What follows belongs to an exercise in optimizing a design on an open flow for small area, a short achievable clock period and few clock cycles; a production flow would make more cautious choices. Where RTL was checked, it was by simulation tests only, not by an equivalence proof against the original.

== oak ==
==> flow/design.v (excerpt) <==
module cmd_rx_check (
    input  wire         clk,
    input  wire         rst,           
    input  wire         in_valid,
    output wire         in_ready,
    input  wire [63:0]  in_data,
    input  wire         in_last,
    input  wire [3:0]   in_nbytes,     
    output reg          out_valid,
    output wire [2:0]   out_kind,
    output wire [7:0]   out_status,
    output wire [127:0] out_hdr
);
==> flow/config.mk <==
export PLATFORM = sky130hd
export DESIGN_NAME = cmd_rx_check
export DESIGN_NICKNAME = cmd_rx_check
export VERILOG_FILES = /design/flow/design.v
export SDC_FILE = /design/flow/constraint.sdc
export NUM_CORES = 4
export LEC_CHECK = 0
export CAP_MARGIN = 20
export CORE_MARGIN = 2
export CORE_UTILIZATION = 40
export PLACE_DENSITY = 0.6
export SLEW_MARGIN = 20
export SYNTH_HIERARCHICAL = 1
export SYNTH_MINIMUM_KEEP_SIZE = 0
==> flow/constraint.sdc <==
create_clock -name core_clock -period 11.0 [get_ports {clk}]
set_input_delay 2.2000 -clock core_clock [delete_from_list [all_inputs] [get_ports {clk}]]
set_output_delay 2.2000 -clock core_clock [all_outputs]
set_load 0.01 [all_outputs]
standard.sh (not shown) runs the stock make flow with config.mk's settings and CLKGATE_MAP_FILE= SYNTH_SCRIPT=/design/flow/synth_recipe.tcl, a recipe that flattens the netlist after the stock synthesis.
==> flow/flow/run.sh <==
#!/bin/bash
set -euo pipefail
MARGIN=$(cat flow/margin.txt)
bash standard.sh synth > synth.log 2>&1
bash standard.sh SETUP_SLACK_MARGIN=$MARGIN \
    "BUFFER_PORTS_ARGS=-buffer_cell sky130_fd_sc_hd__buf_2" finish > layout.log 2>&1
==> flow/flow/margin.txt <==
7.0
Testbench counts of oak, summed over its fixed seeds: cycles 87,206.
Setup changes, oak to pine
Settings: changing CORE_UTILIZATION from 40 to 55; changing PLACE_DENSITY from 0.6 to 0.75.
Notes after the runs:
- Worst hold slack after final layout in pine is 3.4 ps lower than in oak
- Delta (pine minus oak): sequential portion of the cell area has remained practically unchanged.
- pine ended up with hdr[43] as its endpoint of the worst setup timing path; oak ended up with hdr[127].
- Summary — global-route track usage on met1, pine relative to oak: higher, by 11 points.
- Changes observed in pine relative to oak: parity-gate share of the synthesized area counting xor and xnor cells level; global-route total usage across every layer higher.

* * *

== xenon ==
Another version of the RTL of cmd_rx_check (not shown whole).
Size in the first run: roughly 1,700 cells after synthesis, ~18,000 µm² of cells after synthesis.
==> flow/config.mk <==
export PLATFORM = sky130hd
export DESIGN_NAME = cmd_rx_check
export DESIGN_NICKNAME = cmd_rx_check
export VERILOG_FILES = /design/flow/design.v
export SDC_FILE = /design/flow/constraint.sdc
export NUM_CORES = 4
export LEC_CHECK = 0
export CAP_MARGIN = 20
export CORE_MARGIN = 2
export CORE_UTILIZATION = 40
export CTS_CLUSTER_DIAMETER = 120
export CTS_CLUSTER_SIZE = 25
export PLACE_DENSITY = 0.6
export SLEW_MARGIN = 20
export SYNTH_HIERARCHICAL = 1
export SYNTH_MINIMUM_KEEP_SIZE = 0
==> flow/constraint.sdc <==
create_clock -name core_clock -period 11.0 [get_ports {clk}]
set_input_delay 2.2000 -clock core_clock [delete_from_list [all_inputs] [get_ports {clk}]]
set_output_delay 2.2000 -clock core_clock [all_outputs]
set_load 0.01 [all_outputs]
==> flow/flow/margin.txt <==
7.6
Scripts as last shown in full above: flow/flow/run.sh
Testbench counts of xenon, summed over its fixed seeds: cycles 87,214.
What indigo does differently from xenon at the input level:
Settings: CTS_CLUSTER_SIZE: 25 -> 30; CTS_CLUSTER_DIAMETER: 120 -> 150.
==> flow/flow/margin.txt <==
7.5
## What came out
- indigo: no failed stages, no open violations at the end
- When indigo is set beside xenon, its area growth from synthesis to layout turns out to be 0.92 points smaller.
- Compared with xenon, in indigo flip-flop and latch count was more or less identical, maximum fanout along the worst path went up.
- indigo vs xenon: first-iteration DRC count down in indigo
- Layout buffer count excluding clock buffers, indigo vs xenon: down slightly
- Cell count of the worst hold path of xenon is on par with indigo.
Changes in lagoon relative to indigo:
Settings: CTS_CLUSTER_SIZE: 30 -> 28; CTS_CLUSTER_DIAMETER: 150 -> 140.
==> flow/flow/margin.txt <==
7.6
==> results.txt <==
- Per the final summary, lagoon finished and its layout is clean on timing, DRC and antenna.
- As far as clock network contribution to total cell area is concerned, indigo and lagoon perform about the same.
- Count of clock-buffer cells in the layout | lagoon below indigo
- The global-route wire length before repair on indigo is in line with that on lagoon.
- Going from indigo to lagoon, the final worst-path setup slack was found to have gone up by 0.058 ns.
- Summary: with indigo as the reference, number of filler instances in the final layout in lagoon moved down slightly.
Changes in cedar relative to lagoon:
Settings: CTS_CLUSTER_DIAMETER: 140 -> 120; CTS_CLUSTER_SIZE: 28 -> 25.
-- flow/flow/run.sh --
<<< lagoon, line 6
    "BUFFER_PORTS_ARGS=-buffer_cell sky130_fd_sc_hd__buf_2" finish > layout.log 2>&1
>>> cedar, line 6
    "BUFFER_PORTS_ARGS=-buffer_cell sky130_fd_sc_hd__buf_1" finish > layout.log 2>&1
--- outcome ---
cedar ended up with a lower via count of the first global-routing pass than lagoon did. Compared with lagoon, in cedar fraction of area in clock buffers and inverters went up; signed area change from the synthesized netlist to the final layout went down. In the reports for lagoon and cedar, the larger proportion of layout cells with a drive suffix above 1 belongs to lagoon. Clock-pin slew reported for the worst setup and hold paths after clock tree synthesis: cedar vs lagoon down 0.02 ns. On worst hold slack, lagoon and cedar are basically level. Against lagoon, pre-CTS worst setup slack in cedar came out better. lagoon was larger in final cell area than cedar.
What maple does differently from cedar at the input level:
Settings: removing CTS_CLUSTER_DIAMETER (formerly 120); removing CTS_CLUSTER_SIZE (formerly 25).
-- flow/flow/run.sh --
<<< cedar, line 6
    "BUFFER_PORTS_ARGS=-buffer_cell sky130_fd_sc_hd__buf_1" finish > layout.log 2>&1
>>> maple, line 6
    "BUFFER_PORTS_ARGS=-buffer_cell sky130_fd_sc_hd__buf_2" finish > layout.log 2>&1
==> flow/flow/margin.txt <==
7.5
--- outcome ---
- maple finished every step from synthesis to the final layout, and the layout passed the timing, design-rule and antenna checks.
- For cedar, the end point of the critical path was v_z2[2], unlike maple, where it was out_hdr[37].
- Routed wire length on met3 (maple vs. cedar) increases by more than 10%
- Of maple and cedar, the run reporting the higher clock network contribution to total cell area was maple.
- cedar tops out at a higher clock frequency than maple.
- Compared with cedar, maple shows total wire length that has gone up by a few percent.
- When the final numbers for maple and cedar were put side by side, the register-to-register slack turned out to be smaller in cedar.
- Relative to cedar, instance count on the critical path has gone down in maple.
- The count of clock-buffer cells in the layout reported for maple is greater than that of cedar by 150%.
Modified inputs, pepper compared to maple
Settings: CTS_CLUSTER_DIAMETER newly set to 100; CTS_CLUSTER_SIZE newly set to 20.
Findings:
- Sequential-to-total area share from yosys stat came out exactly the same in pepper and maple.
- pepper closes out successfully: all stages finished, all timing, DRC and antenna checks passed.
- For the layout-stage area growth over the synthesis result, pepper came in 5.1 points lower than maple did.
- maple -> pepper: cell area after technology mapping delta 0, exact match
- Sequential share of layout area, pepper and maple: higher on pepper
- pepper: final period demand of the worst path 0.025 ns below maple
- Looking at wire length after detailed routing across both flows, pepper is the stronger of the two, with maple trailing.
- Global-route usage ended up 0.51 points lower on pepper than on maple.
- Max clock tree cell share of total cell area across pepper and maple: maple

* * *

exp/zinc:
Another version of the RTL of cmd_rx_check (not shown whole).
Size: roughly 380 flip-flops, roughly 210 I/O pins, ~19000 µm² of cells after synthesis.
// cmd_rx_check
module cmd_rx_check (
    input  wire         clk,
    input  wire         rst,           
    input  wire         in_valid,
    output wire         in_ready,
    input  wire [63:0]  in_data,
    input  wire         in_last,
    input  wire [3:0]   in_nbytes,     
    output reg          out_valid,
    output wire [2:0]   out_kind,
    output wire [7:0]   out_status,
    output wire [127:0] out_hdr
);
Settings: LEC_CHECK=0, CAP_MARGIN=20, CORE_MARGIN=2, CORE_UTILIZATION=40, PLACE_DENSITY=0.6, SLEW_MARGIN=20, SYNTH_HIERARCHICAL=1, SYNTH_MINIMUM_KEEP_SIZE=0; clock period 11.0 ns.
==> flow/flow/run.sh <==
#!/bin/bash
set -euo pipefail
MARGIN=$(cat flow/margin.txt)
bash standard.sh synth > synth.log 2>&1
bash standard.sh SETUP_SLACK_MARGIN=$MARGIN \
    "BUFFER_PORTS_ARGS=-buffer_cell sky130_fd_sc_hd__buf_2" finish > layout.log 2>&1
==> flow/flow/margin.txt <==
7.2
exp/zinc closes out successfully: all stages finished, all timing, DRC and antenna checks passed.
Input changes introduced in exp/ember (baseline for comparison: exp/zinc):
==> flow/flow/margin.txt <==
7.5
### Flow results
Compared with exp/zinc, exp/ember shows post-route minimum period lower by 0.24 ns.
exp/ember vs. exp/zinc: first-pass detailed-route iteration total went up by 1; wire length of the first global-routing pass neither gained nor lost much; total number of H-tree levels ~0 delta; post-CTS resize count shows an increase of 4.
Slowest cell on the critical path: sky130_fd_sc_hd__xor2_1 -> exp/zinc, sky130_fd_sc_hd__edfxtp_1 -> exp/ember
| area growth from synthesis to final layout | exp/ember vs exp/zinc | 1.1 points higher |
exp/zinc ended up with fewer cell instances than exp/ember did.
Input changes introduced in exp/garnet (baseline for comparison: exp/ember):
==> flow/flow/margin.txt <==
7.8
--- outcome ---
On number of multi-input combinational cells in the layout, exp/ember and exp/garnet are basically level. On final critical delay including setup and external delays: between exp/ember and exp/garnet, it ends up lower for exp/ember.
No functional check of the RTL was part of any run of this note.

* * *

cmd_rx_check, a different RTL version from the one above (not shown whole).
Size in the first run: roughly 1700 cells after synthesis, ~380 flip-flops, about 210 I/O pins, roughly 18000 µm² of cells after synthesis.
==> flow/design.v (excerpt) <==
module cmd_rx_check (
    input  wire         clk,
    input  wire         rst,           
    input  wire         in_valid,
    output wire         in_ready,
    input  wire [63:0]  in_data,
    input  wire         in_last,
    input  wire [3:0]   in_nbytes,     
    output reg          out_valid,
    output wire [2:0]   out_kind,
    output wire [7:0]   out_status,
    output wire [127:0] out_hdr
);
    localparam [2:0] K_ACCEPT     = 3'd0;
    localparam [2:0] K_RETRANSMIT = 3'd1;
    localparam [2:0] K_REPLY      = 3'd2;
    localparam [2:0] K_EVENT      = 3'd3;
    localparam [2:0] K_DISCARD    = 3'd4;
    localparam [2:0] K_DROP       = 3'd5;
    assign in_ready = 1'b1;
    function [31:0] residue(input [2:0] nm1);    
        case (nm1)
            3'd0:    residue = 32'h552E4907;
            3'd1:    residue = 32'h1C220F94;
            3'd2:    residue = 32'h441A975C;
            3'd3:    residue = 32'h73D74D75;
            3'd4:    residue = 32'h44C19592;
            3'd5:    residue = 32'hA8D58375;
            3'd6:    residue = 32'hBA8D89CA;
            default: residue = 32'hB798B438;
        endcase
    endfunction
    reg         r_v;
    reg         r_last;
    reg [2:0]   r_nm1;         
    reg [63:0]  r_d;
    integer k;
    reg [63:0] in_mask;
    always @(*) begin
        for (k = 0; k < 8; k = k + 1)
            in_mask[8*k +: 8] = (!in_last || k < in_nbytes) ? 8'hFF : 8'h00;
    end
    always @(posedge clk) begin
        if (rst)
            r_v <= 1'b0;
        else
            r_v <= in_valid;
    end
    always @(posedge clk) begin
        r_last <= in_last;
        r_nm1  <= in_nbytes[2:0] - 3'd1;
        r_d    <= in_data & in_mask;
    end
    reg [31:0]  crc;           
    reg [9:0]   bidx;          
    wire [31:0] crc_e;
    crc32c_step u_crc (.d(r_d), .s(crc), .k(r_last ? residue(r_nm1) : 32'd0),
                       .e(crc_e));
    wire [15:0] z1;
    wire [3:0]  z2;
    genvar gi;
    generate
        for (gi = 0; gi < 16; gi = gi + 1) begin : g_z1
  ...
export LEC_CHECK = 0
export CAP_MARGIN = 20
export CORE_MARGIN = 2
export CORE_UTILIZATION = 40
export CTS_CLUSTER_DIAMETER = 120
export CTS_CLUSTER_SIZE = 25
export PLACE_DENSITY = 0.6
export SLEW_MARGIN = 20
export SYNTH_HIERARCHICAL = 1
export SYNTH_MINIMUM_KEEP_SIZE = 0
create_clock -name core_clock -period 11.0 [get_ports {clk}]
==> flow/flow/run.sh <==
#!/bin/bash
set -euo pipefail
MARGIN=$(cat flow/margin.txt)
bash standard.sh synth > synth.log 2>&1
bash standard.sh SETUP_SLACK_MARGIN=$MARGIN \
    "BUFFER_PORTS_ARGS=-buffer_cell sky130_fd_sc_hd__buf_1" finish > layout.log 2>&1
==> flow/flow/margin.txt <==
7.5
Testbench counts at the start, summed over its fixed seeds: cycles 87,214.
Change:
==> flow/flow/run.sh (replaced) <==
#!/bin/bash
set -euo pipefail
MARGIN=$(cat flow/margin.txt)
bash standard.sh synth > synth.log 2>&1
bash standard.sh SETUP_SLACK_MARGIN=$MARGIN \
    "BUFFER_PORTS_ARGS=-buffer_cell sky130_fd_sc_hd__buf_2" finish > layout.log 2>&1
Settings changed: CTS_CLUSTER_DIAMETER 120 to default, CTS_CLUSTER_SIZE 25 to default.
Final area grows by about 6%.
Final cell count increases by about 2.2%.
Synthesized cell count does not change.
Flip-flop and latch count stays the same.
Change:
Settings changed: ABC_AREA from default to 1, CTS_CLUSTER_DIAMETER from default to 120, CTS_CLUSTER_SIZE from default to 25.
=> The changed run completed with no timing, DRC or antenna violations. Die area increases by a quarter to a third. Fmax is higher slightly. Area after synthesis rises by a quarter to a third.

* * *

cmd_rx_check, a different RTL version from the one above (not shown whole).
Size: about 1,800 cells after synthesis, about 210 I/O pins, ~20,000 um2 of cells after synthesis.
Settings: LEC_CHECK=0, CAP_MARGIN=20, CORE_MARGIN=2, CORE_UTILIZATION=40, PLACE_DENSITY=0.6, SLEW_MARGIN=20; clock period 11.0 ns.
run.sh (not shown) runs the stock make flow with config.mk's settings and CLKGATE_MAP_FILE= SYNTH_SCRIPT=/design/flow/synth_recipe.tcl, a recipe that flattens the netlist after the stock synthesis.
Stock flow here: none of the scripts above is used.
Testbench counts at the start, summed over its fixed seeds: cycles 87,206.
Next try:
==> flow/flow/run.sh (new file) <==
#!/bin/bash
# Standard synthesis and layout; the only change is that repair_timing aims
# for SETUP_SLACK_MARGIN ns of setup slack at the design's own clock period
# (the SDC is unchanged), so that the achieved period is pushed lower.
set -euo pipefail
MARGIN=$(cat flow/margin.txt)
bash standard.sh synth > synth.log 2>&1
bash standard.sh SETUP_SLACK_MARGIN=$MARGIN finish > layout.log 2>&1
==> flow/flow/margin.txt (new file) <==
7
==> flow/standard.sh (new file) <==
#!/bin/bash
# synth_recipe.tcl (not shown) runs the flow's synth.tcl, then flattens the netlist and writes it again
# the make line also repeats each setting of config.mk as NAME=value (left out here)
make -C /OpenROAD-flow-scripts/flow DESIGN_CONFIG=/design/flow/config.mk WORK_HOME=/design/flow/orfs CLKGATE_MAP_FILE= SYNTH_SCRIPT=/design/flow/synth_recipe.tcl "${@:-finish}"
removed: flow/run.sh
Effect:
- The changed run completed without violations
- non-clock buffer count rises by 58
- critical path depth falls by 6
- via count rises by 2.7%
- synthesized area stays the same
- final area grows by 5.4%
- setup slack is better by 0.81 ns
- cell count goes up by 2.3%
- clock skew decreases by 0.0079 ns
- routed wire length went up by 3.5%

separate check: timing with driven ports:
No port has a modelled driver above. Below, the same layouts with a new extraction and two added sets of constraints.
Step 1: set_driving_cell puts a clkbuf_16 on clk and a buf_2 on each other input, an assumption about the parent block.
Step 2 also shifts input and output timing later by t, the mid clock arrival at the registers, as if the neighbouring blocks saw the same clock.
a / b / c = no drivers / after step 1 / after step 2; a / b = the first two.
run | t (ns) | setup slack, ns | hold slack, ns | worst slew at a driven data input, ns | pins driven straight from the clock port
oak | 0.609 | 7.080 / 7.080 / 7.080 | 0.447 / 0.447 / 0.447 | 0.05 | 1
pine | 0.570 | 7.057 / 7.057 / 7.057 | 0.443 / 0.443 / 0.443 | 0.05 | 1
xenon | 0.597 | 7.603 / 7.573 / 7.244 | 0.371 / 0.371 / 0.371 | 0.05 | 1
indigo | 0.595 | 7.562 / 7.506 / 7.244 | 0.373 / 0.373 / 0.373 | 0.06 | 1
lagoon | 0.597 | 7.619 / 7.564 / 7.239 | 0.363 / 0.363 / 0.363 | 0.05 | 1
cedar | 0.591 | 7.577 / 7.577 / 7.246 | 0.361 / 0.361 / 0.361 | 0.06 | 1
maple | 0.623 | 7.544 / 7.489 / 7.212 | 0.351 / 0.351 / 0.351 | 0.05 | 1
pepper | 0.603 | 7.570 / 7.515 / 7.223 | 0.365 / 0.365 / 0.365 | 0.06 | 1
exp/zinc | 0.615 | 7.285 / 7.285 / 7.205 | 0.366 / 0.366 / 0.366 | 0.05 | 1
exp/ember | 0.612 | 7.524 / 7.467 / 7.201 | 0.367 / 0.367 / 0.367 | 0.05 | 1
exp/garnet | 0.613 | 7.516 / 7.460 / 7.447 | 0.367 / 0.367 / 0.367 | 0.05 | 1
the first run of note 4 | 0.590 | 7.569 / 7.512 / 7.232 | 0.366 / 0.366 / 0.366 | 0.08 | 1
the second run of note 4 | 0.621 | 7.537 / 7.480 / 7.293 | 0.362 / 0.362 / 0.362 | 0.08 | 1
the third run of note 4 | 0.597 | 7.548 / 7.491 / 7.212 | 0.375 / 0.375 / 0.375 | 0.11 | 1
the first run of note 5 | 0.606 | 6.140 / 6.140 / 6.140 | 0.489 / 0.489 / 0.489 | 0.05 | 1
the second run of note 5 | 0.593 | 6.949 / 6.895 / 6.726 | 0.506 / 0.506 / 0.506 | 0.05 | 1
After both steps setup and hold are still met in every run listed. The setup slack of lagoon, which loses most, moves by -0.055 ns with the drivers and by -0.380 ns with both steps.
